From an optimization exercise on the open Yosys and OpenROAD flow, aimed at small area and a short achievable clock period; shortcuts taken in it are not production practice.
At most, simulation tests tie the RTL to the original design; equivalence was not proved.

==> inputs of v34 <==
Design hdr_merge, start of the top module:
module hdr_merge (
    input  wire        clk,
    input  wire        rst,         
    input  wire        in_valid,
    input  wire        depth,       
    input  wire [1:0]  nexp,        
    input  wire [11:0] code_l,
    input  wire        cg_l,
    input  wire [11:0] code_m,
    input  wire        cg_m,
    input  wire [11:0] code_s,
    input  wire        cg_s,
    input  wire [15:0] dark_l,      
    input  wire [15:0] dark_m,
    input  wire [15:0] dark_s,
    input  wire [31:0] ratio_m,     
    input  wire [31:0] ratio_s,     
    output reg         out_valid,
    output reg  [23:0] lin,
    output reg  [1:0]  lin_src      
);
    wire [18:0] x_l, x_m, x_s;
    hdr_diff u_diff_l (.depth(depth), .code(code_l), .cg(cg_l), .dark(dark_l), .x(x_l));
    hdr_diff u_diff_m (.depth(depth), .code(code_m), .cg(cg_m), .dark(dark_m), .x(x_m));
    hdr_diff u_diff_s (.depth(depth), .code(code_s), .cg(cg_s), .dark(dark_s), .x(x_s));
    wire hi_l = cg_l & ~x_l[18] & (x_l[17] | x_l[16] | (&x_l[15:13]));
    wire hi_m = cg_m & ~x_m[18] & (x_m[17] | x_m[16] | (&x_m[15:13]));
  ...
==> module hdr_merge, before the edit <==
module hdr_merge (
    input  wire        clk,
    input  wire        rst,         
    input  wire        in_valid,
    input  wire        depth,       
    input  wire [1:0]  nexp,        
    input  wire [11:0] code_l,
    input  wire        cg_l,
    input  wire [11:0] code_m,
    input  wire        cg_m,
    input  wire [11:0] code_s,
    input  wire        cg_s,
    input  wire [15:0] dark_l,      
    input  wire [15:0] dark_m,
    input  wire [15:0] dark_s,
    input  wire [31:0] ratio_m,     
    input  wire [31:0] ratio_s,     
    output reg         out_valid,
    output reg  [23:0] lin,
    output reg  [1:0]  lin_src      
);
    wire [18:0] x_l, x_m, x_s;
    hdr_diff u_diff_l (.depth(depth), .code(code_l), .cg(cg_l), .dark(dark_l), .x(x_l));
    hdr_diff u_diff_m (.depth(depth), .code(code_m), .cg(cg_m), .dark(dark_m), .x(x_m));
    hdr_diff u_diff_s (.depth(depth), .code(code_s), .cg(cg_s), .dark(dark_s), .x(x_s));
    wire hi_l = cg_l & ~x_l[18] & (x_l[17] | x_l[16] | (&x_l[15:13]));
    wire hi_m = cg_m & ~x_m[18] & (x_m[17] | x_m[16] | (&x_m[15:13]));
    wire use_l = (nexp[1] == 1'b0) | ~hi_l;
    wire use_m = ~use_l & (nexp == 2'd3) & ~hi_m;
    reg        r1_valid;
    reg [18:0] r1_x;
    reg        r1_cg;
    reg [31:0] r1_ratio;
    reg [1:0]  r1_src;
    always @(posedge clk) begin
        if (rst) r1_valid <= 1'b0;
        else     r1_valid <= in_valid;
        r1_x     <= use_l ? x_l  : use_m ? x_m  : x_s;
        r1_cg    <= use_l ? cg_l : use_m ? cg_m : cg_s;
        r1_ratio <= use_l ? 32'h0001_0000 : use_m ? ratio_m : ratio_s;
        r1_src   <= use_l ? 2'd0 : use_m ? 2'd1 : 2'd2;
    end
    wire [14:0] xq = r1_cg ? r1_x[15:1] : r1_x[18:4];
    wire [14:0] v  = r1_x[18] ? 15'd0 : (r1_cg & (|r1_x[17:16])) ? 15'h7FFF : xq;
    wire [23:0] ca, cb;
    wire        c16, z0, z1;
    hdr_csa u_csa (.v(v), .ratio(r1_ratio), .ca(ca), .cb(cb), .c16(c16), .z0(z0), .z1(z1));
    wire [23:0] p = ca ^ cb;
    wire [23:0] g = {ca[23:1] & cb[23:1], (ca[0] & cb[0]) | (p[0] & c16)};
    wire        g24, p24;
    hdr_carry u_carry (.p(p), .g({g[23:1], ca[0] & cb[0]}), .go(g24), .po(p24));
    reg        r2_valid;
    reg [23:0] r2_p, r2_g;
    reg        r2_c, r2_g24, r2_p24, r2_z0, r2_z1;
    always @(posedge clk) begin
        if (rst) r2_valid <= 1'b0;
        else     r2_valid <= r1_valid;
        r2_p    <= p;
        r2_g    <= g;
        r2_c    <= c16;
        r2_g24  <= g24;
        r2_p24  <= p24;
        r2_z0   <= z0;
        r2_z1   <= z1;
    end
    wire [23:0] cy;
    hdr_prefix u_prefix (.p(r2_p), .g(r2_g), .c(cy));
    wire [23:0] sum = r2_p ^ {cy[22:0], r2_c};
    wire        c40 = r2_g24 | (r2_p24 & r2_c);
    wire        sat = ~(c40 ? r2_z1 : r2_z0);
    always @(*) begin
        out_valid = r2_valid;
        lin       = sat ? 24'hFFFFFF : sum;
    end
    always @(posedge clk) lin_src <= r1_src;
endmodule
==> module hdr_carry, before the edit <==
module hdr_carry (
    input  wire [23:0] p,
    input  wire [23:0] g,
    output wire        go,
    output wire        po
);
    wire [11:0] g1, p1;
    wire [5:0]  g2, p2;
    wire [2:0]  g3, p3;
    genvar i;
    generate
        for (i = 0; i < 12; i = i + 1) begin : l1
            assign g1[i] = g[2*i+1] | (p[2*i+1] & g[2*i]);
            assign p1[i] = p[2*i+1] & p[2*i];
        end
        for (i = 0; i < 6; i = i + 1) begin : l2
            assign g2[i] = g1[2*i+1] | (p1[2*i+1] & g1[2*i]);
            assign p2[i] = p1[2*i+1] & p1[2*i];
        end
        for (i = 0; i < 3; i = i + 1) begin : l3
            assign g3[i] = g2[2*i+1] | (p2[2*i+1] & g2[2*i]);
            assign p3[i] = p2[2*i+1] & p2[2*i];
        end
    endgenerate
    assign go = g3[2] | (p3[2] & (g3[1] | (p3[1] & g3[0])));
    assign po = p3[2] & p3[1] & p3[0];
endmodule
==> module hdr_diff, before the edit <==
module hdr_diff (
    input  wire        depth,
    input  wire [11:0] code,
    input  wire        cg,
    input  wire [15:0] dark,
    output wire [18:0] x
);
    wire [17:0] code16 = depth ? {code, 6'd0} : {2'd0, code, 4'd0};
    wire [17:0] a      = {code16[17:4], cg ? 4'd1 : 4'd8};
    wire [18:0] y      = {3'b000, dark} + ~{1'b0, a};
    assign x = ~y;
endmodule
Settings: LEC_CHECK=0, CAP_MARGIN=20, CORE_MARGIN=2, CORE_UTILIZATION=50, SLEW_MARGIN=20; clock period 13.0 ns.
standard.sh (not shown) runs the stock make flow with config.mk's settings and CLKGATE_MAP_FILE= SYNTH_SCRIPT=/design/flow/synth_recipe.tcl, a recipe that flattens the netlist after the stock synthesis.
==> flow/flow/run.sh <==
#!/bin/bash
set -euo pipefail
MARGIN=7.25
PORTBUF=sky130_fd_sc_hd__buf_1
POLFIX=1
R=orfs/results/$FLOW_PLATFORM/hdr_merge/base
LIB=$FLOW_HOME/platforms/$FLOW_PLATFORM/lib/sky130_fd_sc_hd__tt_025C_1v80.lib
KNOBS=("SETUP_SLACK_MARGIN=$MARGIN" "BUFFER_PORTS_ARGS=-buffer_cell $PORTBUF")

bash standard.sh synth "${KNOBS[@]}" > synth.log 2>&1
if [[ $POLFIX == 1 ]]; then
  cp $R/1_2_yosys.v 1_2_yosys_standard.v
  python3 flow/polfix.py 1_2_yosys_standard.v polfix.v "$LIB" > polfix.log 2>&1
  cp polfix.v $R/1_2_yosys.v
  rm -f $R/1_synth.odb
  bash standard.sh synth "${KNOBS[@]}" > synth_odb.log 2>&1
fi
bash standard.sh finish "${KNOBS[@]}" > finish.log 2>&1
Other scripts of this flow, unchanged in this note and not shown: flow/flow/polfix.py
==> inputs of v32, as changes to v34 <==
--- a/flow/design.v
+++ b/flow/design.v
@@ -48,9 +48,10 @@
     wire [23:0] p = ca ^ cb;
     wire [23:0] g = {ca[23:1] & cb[23:1], (ca[0] & cb[0]) | (p[0] & c16)};
-    wire        g24, p24;
-    hdr_carry u_carry (.p(p), .g({g[23:1], ca[0] & cb[0]}), .go(g24), .po(p24));
+    wire        c40;
+    hdr_carry u_carry (.p(p), .g(g), .co(c40));
+    wire        sat_d = ~(c40 ? z1 : z0);
     reg        r2_valid;
     reg [23:0] r2_p, r2_g;
-    reg        r2_c, r2_g24, r2_p24, r2_z0, r2_z1;
+    reg        r2_c, r2_sat;
     always @(posedge clk) begin
         if (rst) r2_valid <= 1'b0;
@@ -59,17 +60,12 @@
         r2_g    <= g;
         r2_c    <= c16;
-        r2_g24  <= g24;
-        r2_p24  <= p24;
-        r2_z0   <= z0;
-        r2_z1   <= z1;
+        r2_sat  <= sat_d;
     end
     wire [23:0] cy;
     hdr_prefix u_prefix (.p(r2_p), .g(r2_g), .c(cy));
     wire [23:0] sum = r2_p ^ {cy[22:0], r2_c};
-    wire        c40 = r2_g24 | (r2_p24 & r2_c);
-    wire        sat = ~(c40 ? r2_z1 : r2_z0);
     always @(*) begin
         out_valid = r2_valid;
-        lin       = sat ? 24'hFFFFFF : sum;
+        lin       = r2_sat ? 24'hFFFFFF : sum;
     end
     always @(posedge clk) lin_src <= r1_src;
@@ -78,6 +74,5 @@
     input  wire [23:0] p,
     input  wire [23:0] g,
-    output wire        go,
-    output wire        po
+    output wire        co
 );
     wire [11:0] g1, p1;
@@ -99,6 +94,5 @@
         end
     endgenerate
-    assign go = g3[2] | (p3[2] & (g3[1] | (p3[1] & g3[0])));
-    assign po = p3[2] & p3[1] & p3[0];
+    assign co = g3[2] | (p3[2] & (g3[1] | (p3[1] & g3[0])));
 endmodule
 module hdr_prefix (
@@ -136,6 +130,5 @@
     wire [17:0] code16 = depth ? {code, 6'd0} : {2'd0, code, 4'd0};
     wire [17:0] a      = {code16[17:4], cg ? 4'd1 : 4'd8};
-    wire [18:0] y      = {3'b000, dark} + ~{1'b0, a};
-    assign x = ~y;
+    assign x = {1'b0, a} - {3'b000, dark};
 endmodule
 module hdr_csa (
--- a/flow/flow/run.sh
+++ b/flow/flow/run.sh
@@ -1,5 +1,5 @@
 #!/bin/bash
 set -euo pipefail
-MARGIN=7.25
+MARGIN=7
 PORTBUF=sky130_fd_sc_hd__buf_1
 POLFIX=1
==> inputs of v27, as changes to v34 <==
--- a/flow/design.v
+++ b/flow/design.v
@@ -136,6 +136,5 @@
     wire [17:0] code16 = depth ? {code, 6'd0} : {2'd0, code, 4'd0};
     wire [17:0] a      = {code16[17:4], cg ? 4'd1 : 4'd8};
-    wire [18:0] y      = {3'b000, dark} + ~{1'b0, a};
-    assign x = ~y;
+    assign x = {1'b0, a} - {3'b000, dark};
 endmodule
 module hdr_csa (
--- a/flow/flow/run.sh
+++ b/flow/flow/run.sh
@@ -1,5 +1,5 @@
 #!/bin/bash
 set -euo pipefail
-MARGIN=7.25
+MARGIN=7
 PORTBUF=sky130_fd_sc_hd__buf_1
 POLFIX=1
CORE_UTILIZATION = 65   (was 50)
==> results.txt <==
Outcome: no timing/DRC/antenna violations
Crit share post-route: 46.5%
Multi-input gate count: 1637
Largest net degree at the start of global routing: 44
Reg area: 2190 µm²
Initial Utilization: 50.9%
Worst rel slew slack: 38.3%
Met2 Wirelength: 25.4 mm
Post-route worst setup slack: 6.96 ns
CP arrival: 6.31 ns
(the above is from v34)
==> results.txt <==
Inserted Clock Buffers: 9
Crit path depth: 20
Crit share post-route: 46.1%
Reg area: 2180 µm²
Final Hold Vio Count: 0
Clock buffer count: 9
Vias: 15900
GP Congestion: 0.977
Multi-input gate count: 1621
Largest net degree at the start of global routing: 49
Setup Skew: 0.0124 ns
IO Count: 184
CP arrival: 6.25 ns
Worst rel slew slack: 20.6%
Core Area: 26900 µm²
Outcome: no timing/DRC/antenna violations
GR Util met3: 6.62%
Initial Utilization: 66.1%
Well-Tap Cells: 341
Post-route worst setup slack: 7.00 ns
Crit-path cells: buf_6 -> clkinvlp_4 -> buf_4 -> o221a_2 -> or3_1 -> a21oi_1 -> buf_4 -> a22oi_1 -> fa_1 -> inv_1 -> fa_1 -> fa_1 -> fa_1 -> ha_1 -> a21o_1 -> nand2_1 -> a21oi_1 -> o31a_1 -> o21ai_1 -> o211ai_1
(the above is from v27)
==> results.txt <==
Outcome: no timing/DRC/antenna violations
Initial Utilization: 50.9%
Largest net degree at the start of global routing: 51
CP arrival: 6.50 ns
Post-route worst setup slack: 6.71 ns
Met2 Wirelength: 25.5 mm
Crit share post-route: 48.4%
Worst rel slew slack: 30.9%
Reg area: 2130 µm²
(the above is from v32)
For v34 and v32, only the layout was checked, not whether the RTL still works.

## what the ideal ports hide
The flow's constraints put no driver on any port. The routed layouts listed below were extracted and timed again, unchanged, in two steps.
Step 1 (the two cells are an assumption about what drives the block):
set clk [get_ports {clk}]
set_driving_cell -lib_cell sky130_fd_sc_hd__clkbuf_16 $clk
set_driving_cell -lib_cell sky130_fd_sc_hd__buf_2 [delete_from_list [all_inputs] $clk]
Step 2 moves the port delays by t, midway between the first and last clock arrival at a register: inputs arrive t later, outputs are due t later. That takes back most of the time a late clock gives input paths.
Three values: ideal, step 1, step 2; two values: the first two.
| run | t, ns | setup WS [ns] | worst hold slack (ns) | pins driven straight from the clock port |
|---|---|---|---|---|
| v34 | 0.441 | 6.960 / 6.960 / 6.921 | 0.333 / 0.333 / 0.333 | 1 |
| v32 | 0.438 | 6.712 / 6.712 / 6.631 | 0.329 / 0.329 / 0.329 | 1 |
| v27 | 0.428 | 7.005 / 7.005 / 6.784 | 0.338 / 0.338 / 0.338 | 1 |
After both steps every run listed still meets setup and hold. For v27, which loses most, drivers alone change the setup slack by 0.000 ns; drivers and shift together by -0.221 ns.
